Source: an optimization exercise on an open RTL-to-GDS flow (aim: small area, a short achievable clock period and few clock cycles). Production flows keep margins and buffers that such runs may drop. The RTL of this run was laid out without a check of its function. No activity file was given, so power comes from the tool's default toggle rates.

$ cat flow/flow/run.sh
#!/bin/bash
set -euo pipefail
export SETUP_SLACK_MARGIN=16
bash standard.sh > flow_make.log 2>&1
$ cat flow/standard.sh
#!/bin/bash
# synth_recipe.tcl (not shown) runs the flow's synth.tcl, then flattens the netlist and writes it again
# the make line also repeats each setting of config.mk as NAME=value (left out here)
make -C /OpenROAD-flow-scripts/flow DESIGN_CONFIG=/design/flow/config.mk WORK_HOME=/design/flow/orfs CLKGATE_MAP_FILE= SYNTH_SCRIPT=/design/flow/synth_recipe.tcl "${@:-finish}"
$ cat flow/config.mk
export PLATFORM = sky130hd
export DESIGN_NAME = police_meter
export DESIGN_NICKNAME = police_meter
export VERILOG_FILES = /design/flow/design.v
export SDC_FILE = /design/flow/constraint.sdc
export NUM_CORES = 4
export LEC_CHECK = 0
export ABC_CLOCK_PERIOD_IN_PS = 5000
export CAP_MARGIN = 20
export CORE_MARGIN = 2
export CORE_UTILIZATION = 60
export SLEW_MARGIN = 20
$ cat flow/constraint.sdc
create_clock -name core_clock -period 22.0 [get_ports {clk}]
set_input_delay 4.4000 -clock core_clock [delete_from_list [all_inputs] [get_ports {clk}]]
set_output_delay 4.4000 -clock core_clock [all_outputs]
set_load 0.01 [all_outputs]
$ cat flow/design.v
module police_meter #(
    parameter M  = 8,            
    parameter MW = 3             
) (
    input  wire        clk,
    input  wire        rst,
    input  wire        req_valid,
    output wire        req_ready,
    input  wire [1:0]  req_op,         
    input  wire [MW-1:0] req_meter,
    input  wire [47:0] req_time,       
    input  wire [13:0] req_len,        
    input  wire [7:0]  req_event,      
    input  wire [23:0] req_rate,       
    input  wire [20:0] req_burst,      
    input  wire        req_mode,       
    input  wire [5:0]  req_overhead,   
    input  wire [7:0]  req_open_id,    
    input  wire [7:0]  req_close_id,   
    input  wire [2:0]  req_flags,      
    output reg         resp_valid,
    output reg  [1:0]  resp_code,      
    output reg  [71:0] resp_tat,
    output reg  [M-1:0] resp_gates
);
    localparam OP_FRAME  = 2'd0;
    localparam OP_EVENT  = 2'd1;
    localparam OP_COMMIT = 2'd2;
    localparam OP_REMOVE = 2'd3;
    integer k;
    reg  [71:0]  tat   [0:M-1];
    reg  [46:0]  tper  [0:M-1];    
    reg  [66:0]  btv   [0:M-1];    
    reg  [5:0]   xoh   [0:M-1];    
    reg  [7:0]   oid   [0:M-1];
    reg  [7:0]   cid   [0:M-1];
    reg  [M-1:0] gctl;
    reg  [M-1:0] present;
    reg  [M-1:0] gate;             
    reg          rdy;
    reg          s0_v;
    reg  [1:0]   s0_op;
    reg  [MW-1:0] s0_m;
    reg  [47:0]  s0_time;
    reg  [13:0]  s0_len;
    reg  [7:0]   s0_ev;
    reg  [23:0]  s0_rate;
    reg  [20:0]  s0_burst;
    reg          s0_mode;
    reg  [5:0]   s0_oh;
    reg  [7:0]   s0_oid;
    reg  [7:0]   s0_cid;
    reg  [2:0]   s0_flags;
    assign req_ready = rdy;
    wire acc_commit = req_valid && rdy && req_op == OP_COMMIT;
    always @(posedge clk) begin
        if (rdy) begin
            s0_op    <= req_op;
            s0_m     <= req_meter;
            s0_time  <= req_time;
            s0_rate  <= req_rate;
            s0_burst <= req_burst;
            s0_mode  <= req_mode;
            s0_oh    <= req_overhead;
            s0_oid   <= req_open_id;
            s0_cid   <= req_close_id;
            s0_flags <= req_flags;
        end
        s0_len <= req_len;
        s0_ev  <= req_event;
    end
    reg          dv_first;         
    reg          dv_run;           
    reg          dv_fin;           
    reg  [1:0]   dv_cls;           
    reg  [4:0]   dv_cnt;           
    reg  [23:0]  dv_rem;
    reg  [47:0]  dv_q;             
    reg  [66:0]  dv_p;             
    reg  [1:0]   dv_d;             
    wire [1:0]   in_cls = (req_rate > 24'd6400000) ? 2'd3 :
                          (req_rate > 24'd25000)   ? 2'd2 :
                          (req_rate > 24'd97)      ? 2'd1 : 2'd0;
    wire [47:0]  dv_n48 = {1'b0, 23'd6400000, 1'b0, s0_rate[23:1]};
    reg  [23:0]  dv_rem0;
    reg  [47:0]  dv_q0;
    always @* begin
        case (dv_cls)
            2'd3:    begin dv_rem0 = dv_n48[47:24];         dv_q0 = {dv_n48[23:0], 24'd0}; end
            2'd2:    begin dv_rem0 = {8'd0, dv_n48[47:32]};  dv_q0 = {dv_n48[31:0], 16'd0}; end
            2'd1:    begin dv_rem0 = {16'd0, dv_n48[47:40]}; dv_q0 = {dv_n48[39:0], 8'd0};  end
            default: begin dv_rem0 = 24'd0;                 dv_q0 = dv_n48;                end
        endcase
    end
    wire [23:0]  st_rem = dv_first ? dv_rem0 : dv_rem;
    wire [47:0]  st_q   = dv_first ? dv_q0   : dv_q;
    wire [26:0]  dv_x   = {1'b0, st_rem, st_q[47:46]};
    wire [26:0]  dv_d1  = dv_x - {3'd0, s0_rate};
    wire [26:0]  dv_d2  = dv_x - {2'd0, s0_rate, 1'b0};
    wire [26:0]  dv_d3  = dv_x - {3'd0, s0_rate} - {2'd0, s0_rate, 1'b0};
    wire [1:0]   dv_dig = !dv_d3[26] ? 2'd3 : !dv_d2[26] ? 2'd2 : !dv_d1[26] ? 2'd1 : 2'd0;
    wire [23:0]  dv_remn = !dv_d3[26] ? dv_d3[23:0] : !dv_d2[26] ? dv_d2[23:0] :
                           !dv_d1[26] ? dv_d1[23:0] : dv_x[23:0];
    wire [23:0]  dv_plo = {1'b0, dv_p[20:0], 2'b00} +
                          (dv_d[1] ? {2'b0, s0_burst, 1'b0} : 24'd0) +
                          (dv_d[0] ? {3'b0, s0_burst}       : 24'd0);
    wire [43:0]  dv_phi = dv_p[64:21] + {43'd0, dv_plo[23]};
    wire [66:0]  dv_pn  = {dv_phi, dv_plo[22:0]};
    always @(posedge clk) begin
        if (rst) begin
            rdy      <= 1'b1;
            s0_v     <= 1'b0;
            dv_first <= 1'b0;
            dv_run   <= 1'b0;
            dv_fin   <= 1'b0;
        end else begin
            dv_first <= 1'b0;
            dv_fin   <= 1'b0;
            if (rdy) begin
                s0_v <= req_valid;
                if (acc_commit) begin
                    rdy      <= 1'b0;
                    dv_first <= 1'b1;
                    dv_run   <= 1'b1;
                end
            end
            if (dv_run && dv_cnt == 5'd0) begin
                dv_run <= 1'b0;
                dv_fin <= 1'b1;
                rdy    <= 1'b1;
            end
        end
        if (acc_commit) begin
            dv_cls <= in_cls;
            dv_cnt <= (in_cls == 2'd3) ? 5'd11 : (in_cls == 2'd2) ? 5'd15 : (in_cls == 2'd1) ? 5'd19 : 5'd23;
            dv_p   <= 67'd0;
            dv_d   <= 2'd0;
        end else if (dv_run) begin
            dv_cnt <= dv_cnt - 5'd1;
            dv_rem <= dv_remn;
            dv_q   <= {st_q[45:0], dv_dig};
            dv_p   <= dv_pn;
            dv_d   <= dv_dig;
        end
    end
    reg          s1_v;
    reg  [1:0]   s1_op;
    reg  [MW-1:0] s1_m;
    reg  [47:0]  s1_time;
    reg  [7:0]   s1_ev;            
    reg  [14:0]  s1_x;
    reg  [46:0]  s1_t;
    wire [46:0]  rd_t   = tper[s0_m];       
    wire [66:0]  rd_bt;                     
    wire         c_chg  = (dv_q[46:0] != rd_t) || (dv_pn != rd_bt);
    wire         c_ogc  = gctl[s0_m];
    always @(posedge clk) begin
        if (rst)
            s1_v <= 1'b0;
        else
            s1_v <= s0_v && (s0_op != OP_COMMIT || dv_fin);
        s1_op   <= s0_op;
        s1_m    <= s0_m;
        s1_time <= s0_time;
        s1_ev   <= (s0_op == OP_COMMIT) ? {3'd0, c_ogc, c_chg, s0_flags} : s0_ev;
        s1_x    <= (s0_op == OP_COMMIT) ? 15'd0 : {1'b0, s0_len} + {9'd0, xoh[s0_m]};
        s1_t    <= rd_t;
        if (dv_fin) begin
            tper[s0_m] <= dv_q[46:0];
            btv[s0_m]  <= dv_pn;
            xoh[s0_m]  <= s0_mode ? s0_oh : 6'd0;
            oid[s0_m]  <= s0_oid;
            cid[s0_m]  <= s0_cid;
            gctl[s0_m] <= s0_flags[0];
        end
    end
    function [123:0] csa;          
        input [61:0] a, b, c;
        reg   [61:0] mj;
        begin
            mj  = (a & b) | (a & c) | (b & c);
            csa = {mj[60:0], 1'b0, a ^ b ^ c};
        end
    endfunction
    wire [61:0]  pp [0:14];
    genvar gi;
    generate
        for (gi = 0; gi < 15; gi = gi + 1) begin : g_pp
            assign pp[gi] = s1_x[gi] ? ({15'd0, s1_t} << gi) : 62'd0;
        end
    endgenerate
    wire [123:0] l1a = csa(pp[0],  pp[1],  pp[2]);
    wire [123:0] l1b = csa(pp[3],  pp[4],  pp[5]);
    wire [123:0] l1c = csa(pp[6],  pp[7],  pp[8]);
    wire [123:0] l1d = csa(pp[9],  pp[10], pp[11]);
    wire [123:0] l1e = csa(pp[12], pp[13], pp[14]);
    wire [123:0] l2a = csa(l1a[61:0], l1a[123:62], l1b[61:0]);
    wire [123:0] l2b = csa(l1b[123:62], l1c[61:0], l1c[123:62]);
    wire [123:0] l2c = csa(l1d[61:0], l1d[123:62], l1e[61:0]);
    wire [123:0] l3a = csa(l2a[61:0], l2a[123:62], l2b[61:0]);
    wire [123:0] l3b = csa(l2b[123:62], l2c[61:0], l2c[123:62]);
    wire [123:0] l4a = csa(l3a[61:0], l3a[123:62], l3b[61:0]);
    wire [123:0] l5a = csa(l4a[61:0], l4a[123:62], l3b[123:62]);
    wire [123:0] l6a = csa(l5a[61:0], l5a[123:62], l1e[123:62]);
    reg          s2_v;
    reg  [1:0]   s2_op;
    reg  [MW-1:0] s2_m;
    reg  [47:0]  s2_time;
    reg  [7:0]   s2_ev;
    reg  [61:0]  s2_xs;            
    reg  [61:0]  s2_xc;
    always @(posedge clk) begin
        if (rst)
            s2_v <= 1'b0;
        else
            s2_v <= s1_v;
        s2_op   <= s1_op;
        s2_m    <= s1_m;
        s2_time <= s1_time;
        s2_ev   <= s1_ev;
        s2_xs   <= l6a[61:0];
        s2_xc   <= l6a[123:62];
    end
    reg          s3_v;
    reg  [1:0]   s3_op;
    reg  [MW-1:0] s3_m;
    reg  [47:0]  s3_time;
    reg  [M-1:0] s3_eo;            
    reg  [M-1:0] s3_ec;            
    reg  [61:0]  s3_xt;
    reg  [72:0]  s3_d;             
    reg  [71:0]  s3_tat;           
    assign       rd_bt  = btv[dv_fin ? s0_m : s2_m];
    wire [71:0]  s2_now = {s2_time, 24'd0};
    reg  [71:0]  s4_result;
    always @(posedge clk) begin
        if (rst)
            s3_v <= 1'b0;
        else
            s3_v <= s2_v;
        s3_op   <= s2_op;
        s3_m    <= s2_m;
        s3_time <= s2_time;
        for (k = 0; k < M; k = k + 1) begin
            s3_eo[k] <= (s2_op == OP_COMMIT) ? s2_ev[k] : gctl[k] && oid[k] == s2_ev;
            s3_ec[k] <= gctl[k] && cid[k] == s2_ev;
        end
        s3_xt   <= s2_xs + s2_xc;
        s3_d    <= {1'b0, s2_now} + {6'd0, rd_bt} - {11'd0, s2_xs} - {11'd0, s2_xc};
        s3_tat  <= (s3_v && s3_m == s2_m) ? s4_result : tat[s2_m];
    end
    wire [4:0]   s3_cf    = s3_eo[4:0];
    wire [71:0]  s3_now   = {s3_time, 24'd0};
    wire         s4_c2    = !s3_d[72] && s3_d[71:24] >= s3_time;    
    wire         s4_ge    = s3_tat[71:24] >= s3_time;               
    wire         s4_le    = s3_tat <= s3_d[71:0];
    wire         s4_conf  = s4_c2 && (!s4_ge || s4_le);
    wire [71:0]  s4_sum   = s3_tat + {10'd0, s3_xt};
    wire [71:0]  s4_nx    = {s3_time + {10'd0, s3_xt[61:24]}, s3_xt[23:0]};
    wire [71:0]  s4_new   = s4_ge ? s4_sum : s4_nx;
    wire         s4_pres  = present[s3_m];
    wire         s4_gate  = gate[s3_m];
    wire         s4_pass  = s4_pres && s4_gate && s4_conf;
    wire         s4_cwr   = !s4_pres || s3_cf[3];
    wire [71:0]  s4_ctat  = s3_cf[2] ? s3_now : s3_d[71:0];
    wire         s4_cgate = !s4_pres      ? (s3_cf[0] ? s3_cf[1] : 1'b1) :
                            !s3_cf[0]     ? 1'b1 :
                            !s3_cf[4]     ? s3_cf[1] :
                                            s4_gate;
    wire [M-1:0] s4_sel   = {{(M-1){1'b0}}, 1'b1} << s3_m;
    reg  [M-1:0] gate_nx;
    reg  [M-1:0] present_nx;
    reg  [1:0]   code_nx;
    reg  [71:0]  rtat_nx;
    always @* begin
        gate_nx    = gate;
        present_nx = present;
        code_nx    = 2'd0;
        rtat_nx    = 72'd0;
        s4_result  = s3_tat;
        case (s3_op)
            OP_FRAME: begin
                code_nx = !s4_pres ? 2'd3 : !s4_gate ? 2'd1 : s4_conf ? 2'd0 : 2'd2;
                if (s4_pass)
                    s4_result = s4_new;
                rtat_nx = s4_pres ? s4_result : 72'd0;
            end
            OP_EVENT: begin
                for (k = 0; k < M; k = k + 1)
                    if (present[k]) begin
                        if (s3_eo[k] && s3_ec[k])
                            gate_nx[k] = !gate[k];
                        else if (s3_eo[k])
                            gate_nx[k] = 1'b1;
                        else if (s3_ec[k])
                            gate_nx[k] = 1'b0;
                    end
            end
            OP_COMMIT: begin
                if (s4_cwr)
                    s4_result = s4_ctat;
                rtat_nx    = s4_result;
                present_nx = present | s4_sel;
                gate_nx    = s4_cgate ? (gate | s4_sel) : (gate & ~s4_sel);
            end
            default: begin
                present_nx = present & ~s4_sel;
                gate_nx    = gate & ~s4_sel;
            end
        endcase
    end
    always @(posedge clk) begin
        if (rst) begin
            resp_valid <= 1'b0;
            present    <= {M{1'b0}};
            gate       <= {M{1'b0}};
        end else begin
            resp_valid <= s3_v;
            if (s3_v) begin
                present <= present_nx;
                gate    <= gate_nx;
            end
        end
        if (s3_v && (s3_op == OP_FRAME || s3_op == OP_COMMIT))
            tat[s3_m] <= s4_result;
        resp_code  <= code_nx;
        resp_tat   <= rtat_nx;
        resp_gates <= gate_nx;
    end
endmodule
==> results.toml <==
[placement]
placed_cell_area_um2 = 147900
place_inst = 14300
dp_hpwl_um = 296500
gp_congestion = 0.9826
portBuffers = 232

[synth]
synthArstFlopShare = 0
ys_warn_count = 1
synth-seq-area-share = 0.5047
ys_seq_elements = 2650
synthFlopType = "edfxtp_1"
synth_cells = 11280
synth_cell_types = 115
syn_area_um2 = 142300
synth_edf_count = 1875
syn_nets = 12780
postSynthAreaPerCell_um2 = 12.62

[drt]
drt-initial-drc-count = 10110
wl_um = 420300
wl_per_cell_um = 28.04
vias_per_cell = 6.266
vias = 93930
postRouteAntennaNets = 0
dr.pass1.iters = 9
drc = 0

[flow_run]
maxCapViolations = 0

[pwr]
p_per_area_nw_per_um2 = 145.2
power_uw = 23330
p_leak_uw = 0.06294
ir_drop_v = 0.0001893

[final_layout]
fin_area_um2 = 160700
area_growth_pct = 12.95
fill_cells = 16860
layout_commonest_cell = "edfxtp_1"
drive_gt1_frac = 0.1265
layout_common_cells = "1875 x edfxtp_1, 1076 x inv_1, 749 x dfxtp_1"
fin_cells = 14990
fin_nets = 13110

[setup_path]
start_kind = "flip-flop"
crit_path_max_fanout = 7
worst-setup-path-type = "reg -> reg"
worst_ep_required_time_ns = 22.78
cp-end-kind = "flip-flop"
cp.arrival_ns = 6.79

[floorplanning]
die_w_um = 491.0
ioPinCount = 233
dieArea_um2 = 241100
coreArea_um2 = 235600
rows = 178
initial_utilization = 0.6039
die_h_um = 491.0

[timing]
fmax_mhz = 166.3
slew_viol_final = 0
report.final.hold_viol_count = 0
setup_viol = 0
whs_ns = 0.3056
tightest_slew_ns = 1.209
rsz0062_at_grt = "yes"
period_minus_slack_ns = 6.015
skew_ns = 0.1188
fin_tns_setup_ns = 0
slew_headroom = 0.1911
post-route-period-util = 0.2734

[outcome]
status = "no timing/DRC/antenna violations"

[global_routing]
antenna_found_initial = 36
grtUsageTotal = 0.3449
grt_pass1_vias = 93080
grt_remaining_overflow = 0
grt_pass1_wl_um = 616300
grt_max_degree = 105

[clocking]
clkSinkCount = 2650
htree_levels = 5
tritoncts = "done"
clk_path_buf_depth = 4
cts_made_buffers = 290
worstSkewPairLatency_ns = 0.99
cts_root_buffer = "clkbuf_16"
clkTransAtPathRegs_ns = 0.06

[hold_path]
worstHoldPathType = "reg -> reg"
worst max-delay path, stage by stage, from the launching register on:
cell	delay [ns]
dfxtp_4	0.41
nand2_2	0.08
fa_1	0.51
inv_2	0.05
ha_4	0.26
a2111oi_4	0.38
o31ai_4	0.14
a31o_4	0.28
a211oi_4	0.20
o21ai_1	0.11
a21oi_2	0.19
o21bai_1	0.12
a21oi_2	0.17
o21bai_1	0.09
a21o_1	0.19
ha_4	0.19
ha_4	0.16
and3_4	0.20
nand3_1	0.12
xor2_2	0.20
xnor2_1	0.14
nand4_1	0.25
a2111oi_2	0.37
nand4_1	0.22
or4_1	0.58
nor3_2	0.11
a31oi_1	0.10
metrics by stage:
stage / setup WS, ns / utilization
after floorplan: 14.80 / -
final: 15.99 / 0.6821
after global placement: 14.32 / 0.6276
after global routing: 15.79 / 0.6820
after detailed placement: 14.21 / 0.6277
after CTS: 15.99 / 0.6753
routing by layer:
layer | global-route usage | vias up | routed length, µm
li1 | - | 40870 | -
met3 | 0.06500 | 773 | 39580
met2 | 0.5292 | 4606 | 188800
met1 | 0.4910 | 47650 | 172700
met4 | 0.1340 | 28 | 19020
met5 | 0 | - | 208
cell type report:
class,count,area (µm²),area share
Sequential cell,2650,71880,0.4472
Multi-Input combinational cell,7040,66170,0.4117
Clock buffer,382,7938,0.04938
Timing Repair Buffer,543,5331,0.03317
Inverter,1085,4076,0.02536
Tap cell,3150,3941,0.02452
Clock inverter,123,1363,0.008477
Antenna cell,16,40.04,0.0002491
registers in the layout, indices dropped and copies added (netlist names), 55 cells and up, named ones only:
signal / cells
btv: 536
tat: 576
dv_p: 65
s2_xs: 61
s3_tat: 72
cid: 64
oid: 64
s2_xc: 55
s3_d: 73
resp_tat: 72
tper: 376
s3_xt: 62
synthesized netlist by cell type, types with 19 or more instances:
cell type,count,share of area
o21ai_0,309,0.011
or2_2,22,0.00097
nand2_1,631,0.017
nand2b_1,54,0.0024
nor4_1,57,0.0025
a221o_1,36,0.0025
o21bai_1,69,0.0036
nand4_1,120,0.0053
a21oi_1,501,0.018
and4_1,24,0.0015
mux2i_1,339,0.024
nor2b_1,78,0.0034
nor2_1,513,0.014
xnor2_1,337,0.021
o22ai_1,56,0.0025
buf_6,20,0.0016
and3_1,49,0.0022
o31ai_1,22,0.0012
inv_1,1085,0.029
clkbuf_1,359,0.0095
a211o_1,19,0.0012
o21a_1,39,0.0021
xor2_1,239,0.015
mux4_2,337,0.053
a21o_1,288,0.015
ha_1,639,0.056
a311oi_1,27,0.0017
a31oi_1,67,0.0029
mux2_2,82,0.0065
dfxtp_1,775,0.11
a221oi_1,33,0.0020
and2_1,611,0.027
a22o_1,22,0.0014
a211oi_1,127,0.0067
nor3_1,101,0.0036
buf_1,66,0.0017
buf_2,51,0.0018
edfxtp_1,1875,0.40
fa_1,711,0.10
o211ai_1,48,0.0025
or3_1,22,0.00097
nand3_1,130,0.0046
where the power goes:
group / internal [µW] / leakage, µW / switching (µW)
Sequential: 6090 / 0.0236 / 600
Clock: 2830 / 0.00453 / 1960
Combinational: 4560 / 0.0348 / 7300
cells by family (layout without fill, tap and decap cells):
| logic type | count (synthesis) | in the layout | synth area share |
|---|---|---|---|
| other | 0 | 16 | 0 |
| multiplexers | 767 | 769 | 0.08455 |
| AO/OA/AOI/OAI | 1874 | 1874 | 0.08746 |
| AND/OR/NAND/NOR | 2471 | 2471 | 0.08799 |
| buffers and inverters | 1590 | 2133 | 0.04368 |
| XOR/XNOR | 576 | 576 | 0.03545 |
| flip-flops | 2650 | 2650 | 0.5047 |
| adder cells (fa/ha/maj) | 1350 | 1350 | 0.1562 |
worst paths after layout:
path / endpoint / start / slack, ns / cells after the start
hold reg to reg: s2_ev[5] / s1_ev[5] / 0.31 / 0
hold / removal: s2_ev[5] / s1_ev[5] / 0.31 / 0
setup / recovery: s1_ev[3] / dv_d[0] / 15.99 / 26
setup reg to reg: s1_ev[3] / dv_d[0] / 15.99 / 26
repair_timing:
item                                    in CTS  in global routing
pin swaps                                   40                 66
resized for setup                          299                169
cloned                                      13                  4
endpoints found under the setup margin     343                 55
hold endpoints to repair                     0                  0
hold buffers                                 0                  0
buffers inserted                            78                 71

## static timing again, ports no longer ideal
How much do the figures lean on ideal ports? The routed layout below was timed once more, with nothing changed but the port constraints.
Step 1 assumes that a clkbuf_16 drives the clock port and a buf_2 every other input.
Step 2 times the ports against the registers' clock, not the clock port: input delays grow and output delays shrink by t, the midpoint of the rising clock arrivals with the driver on.
Slacks: no drivers / after step 1 / after step 2; pairs: no drivers / after step 1.
t (ns): 1.026
setup WS [ns]: 15.986 / 15.955 / 15.118
hold WS [ns]: 0.306 / 0.306 / 0.306
After both steps this run still meets setup and hold. The setup slack of this run moves by -0.031 ns with the drivers and by -0.868 ns with both steps.
